Background: an optimization exercise with open tools, aiming at small area, a short achievable clock period and few clock cycles per item. Do not read the settings as production practice.
In this exercise RTL edits were held to simulation tests only and were not proved equivalent to the original.
Power figures rest on the tool's default switching activity, not on a simulated workload.

before:
// slot_decoder
module slot_decoder (
    input  wire        clk,
    input  wire        rst,
    input  wire [31:0] ovf_cap,
    input  wire        in_valid,
    output wire        in_ready,
    input  wire [63:0] in_data,
    output reg         out_valid,
    input  wire        out_ready,
    output reg         out_last,
    output reg  [2:0]  out_kind,
    output reg  [1:0]  out_row,
    output reg  [3:0]  out_col,
    output reg  [31:0] out_data
);
For scale: roughly 480 flip-flops, roughly 140 I/O pins.
export LEC_CHECK = 0
export ABC_AREA = 1
export CAP_MARGIN = 20
export CORE_MARGIN = 2
export CORE_UTILIZATION = 30
export PLACE_DENSITY = 0.5
export SETUP_SLACK_MARGIN = 5
export SLEW_MARGIN = 20
create_clock -name core_clock -period 10.0 [get_ports {clk}]
run.sh (not shown) runs the stock make flow with config.mk's settings and CLKGATE_MAP_FILE= SYNTH_SCRIPT=/design/flow/synth_recipe.tcl, a recipe that flattens the netlist after the stock synthesis.
before completed; timing, DRC and antenna clean
Testbench counts of before, summed over its fixed seeds: cycles 178,267, slots 2,400.
Changes in after relative to before:
--- a/flow/design.v
+++ b/flow/design.v
@@ -3,17 +3,17 @@
     input  wire        rst,
     input  wire [31:0] ovf_cap,
     input  wire        in_valid,
     output wire        in_ready,
     input  wire [63:0] in_data,
     output reg         out_valid,
     input  wire        out_ready,
     output reg         out_last,
-    output reg  [2:0]  out_kind,
+    output wire [2:0]  out_kind,
     output reg  [1:0]  out_row,
     output reg  [3:0]  out_col,
     output reg  [31:0] out_data
 );
     localparam [2:0] K_OK      = 3'd0,
                      K_HEADER  = 3'd1,
                      K_OVERRUN = 3'd2,
                      K_PADDING = 3'd3,
@@ -37,18 +37,16 @@
     reg [8:0]  last1;        
     reg [63:0] b0, b1;       
     reg        wsel;         
     reg [1:0]  qn;           
     reg [2:0]  st;
     wire coded_ok  = !hdr[7] && hdr[4:0] == 5'd0;
     wire hdr_bad   = (hdr[4:0] != 5'd0) || (hdr[7] && hdr[6:5] != 2'd0);
     wire to_ring   = in_ovf || (coded_ok && st != S_PAD);
-    wire pad_done = (st == S_PAD) && !rr_v;
-    assign in_ready = (in_rem == 6'd0) ? (!hdr_v || pad_done) : (!to_ring || !qn[1]);
     wire take     = in_valid && in_ready;
     wire take_hdr = take && (in_rem == 6'd0);
     wire take_dat = take && (in_rem != 6'd0);
     wire push     = take_dat && to_ring;
     wire first_w  = in_ovf ? (in_rem == 6'd32) : (in_rem == 6'd7);
     wire in_zero = (in_data == 64'd0);
     wire raw_ok  = (hdr[7:0] == 8'h80) && zacc && in_zero && (hdr[39:8] < ovf_cap);
     reg [5:0] in_top;        
@@ -61,28 +59,31 @@
     wire [2:0] in_word = 3'd0 - in_rem[2:0];     
     reg        hv;           
     reg [23:0] hd;           
     reg [6:0]  ptr;          
     reg [2:0]  wrem;         
     reg [5:0]  cnt;          
     reg [1:0]  ri;           
     reg [2:0]  kk;           
-    reg        perr;         
     reg [15:0] crc;
+    reg        perr;         
     reg        rr_v;
     reg [1:0]  rr_t;
     reg [9:0]  rm0, rm1, rm2, rm3;
     reg [5:0]  rr_c;
     reg [2:0]  rr_ek;        
     reg [1:0]  rr_ei;        
     reg        ab_v;
     wire advance = !out_valid || out_ready;
+    assign out_kind = out_data[2:0];     
     wire ab_free = !ab_v || advance;
     wire rr_free = !rr_v || ab_free;
+    wire pad_done = (st == S_PAD) && rr_free;
+    assign in_ready = (in_rem == 6'd0) ? (!hdr_v || pad_done) : (!to_ring || !qn[1]);
     wire [5:0] p6 = ptr[5:0];
     wire [127:0] ring = {b1, b0};
     wire [6:0]   e_at = ptr + 7'd24;
     wire [86:0]  e6 = e_at[6] ? {ring[22:0], ring[127:64]} : ring[86:0];
     wire [54:0]  e5 = e_at[5] ? e6[86:32] : e6[54:0];
     wire [38:0]  e4 = e_at[4] ? e5[54:16] : e5[38:0];
     wire [30:0]  e3 = e_at[3] ? e4[38:8]  : e4[30:0];
     wire [26:0]  e2 = e_at[2] ? e3[30:4]  : e3[26:0];
@@ -407,17 +408,17 @@
                     hdr_v <= 1'b0;
                     st    <= S_IDLE;
                 end
             end else if (p_push) begin
                 crc <= crc_nx;
                 cnt <= cnt + 6'd1;
                 if (cnt[0]) ptr[6] <= !ptr[6];
                 if (cnt == 6'd63) begin
-                    crc   <= crc_nx ^ hdr[55:40];    
+                    crc <= crc_nx ^ hdr[55:40];    
                     hdr_v <= 1'b0;   
                     st    <= S_STAT;
                 end
             end
             S_STAT: if (rr_free) st <= S_IDLE;
             default: st <= S_IDLE;
             endcase
             if (rr_v && ab_free) rr_v <= 1'b0;
@@ -509,17 +510,17 @@
                         pd_ek     <= ab_ek;
                     end
                     T_RAW: begin
                         out_row  <= ab_c[5:4];
                         out_col  <= ab_c[3:0];
                         out_data <= {ab_m3[7:0], ab_m2[7:0], ab_x1, ab_x0};
                     end
                     default: begin
-                        out_kind <= (rk != 3'd0) ? rk : (pd_v && pd_kind != 3'd0) ? pd_kind : ab_ek;
+                        out_data[2:0] <= (rk != 3'd0) ? rk : (pd_v && pd_kind != 3'd0) ? pd_kind : ab_ek;
                         rk       <= 3'd0;
                         pd_v     <= 1'b0;
                     end
                     endcase
                 end
             end
         end
     end
==> summary.txt <==
- Post-route total power on after is ahead of before.
- | cell area after layout | before vs after | ≈ equal |
- Relative to before, the clock sink count measured on after has decreased slightly.
- Comparing after and before, the higher share of final-layout standard cells stronger than drive strength 1 is on before.
- Relative to before, leakage power summed over all cells decreased by about 0.5% in after.
- after vs before: starting density of the core up in after
- Met3 demand-to-capacity share in global routing delta for after relative to before: 0.15 points higher
Testbench counts of after, summed over its fixed seeds: cycles 177,687, slots 2,400.

-- static timing again, ports no longer ideal --
No port has a modelled driver above. Below, the same layouts with a new extraction and two added sets of constraints. Step 1 sets driving cells, clkbuf_16 on the clock port and buf_2 on the other inputs (assumed; they add their load-dependent delay and slew). Step 2 moves the port delays by t, midway between the first and last clock arrival at a register: inputs arrive t later, outputs are due t later. That takes back most of the time a late clock gives input paths. Slacks: ideal ports / drivers / drivers and shift; pairs: ideal ports / drivers.
run	t, ns	setup WS [ns]	worst setup path after step 2	worst register clock-pin slew, ns
before	0.726	4.875 / 4.875 / 4.417	input to register	0.07 / 0.07
after	0.712	4.816 / 4.816 / 4.356	input to register	0.07 / 0.07
After both steps every run listed still meets setup and hold. The setup slack of after, which loses most, moves by 0.000 ns with the drivers and by -0.460 ns with both steps.
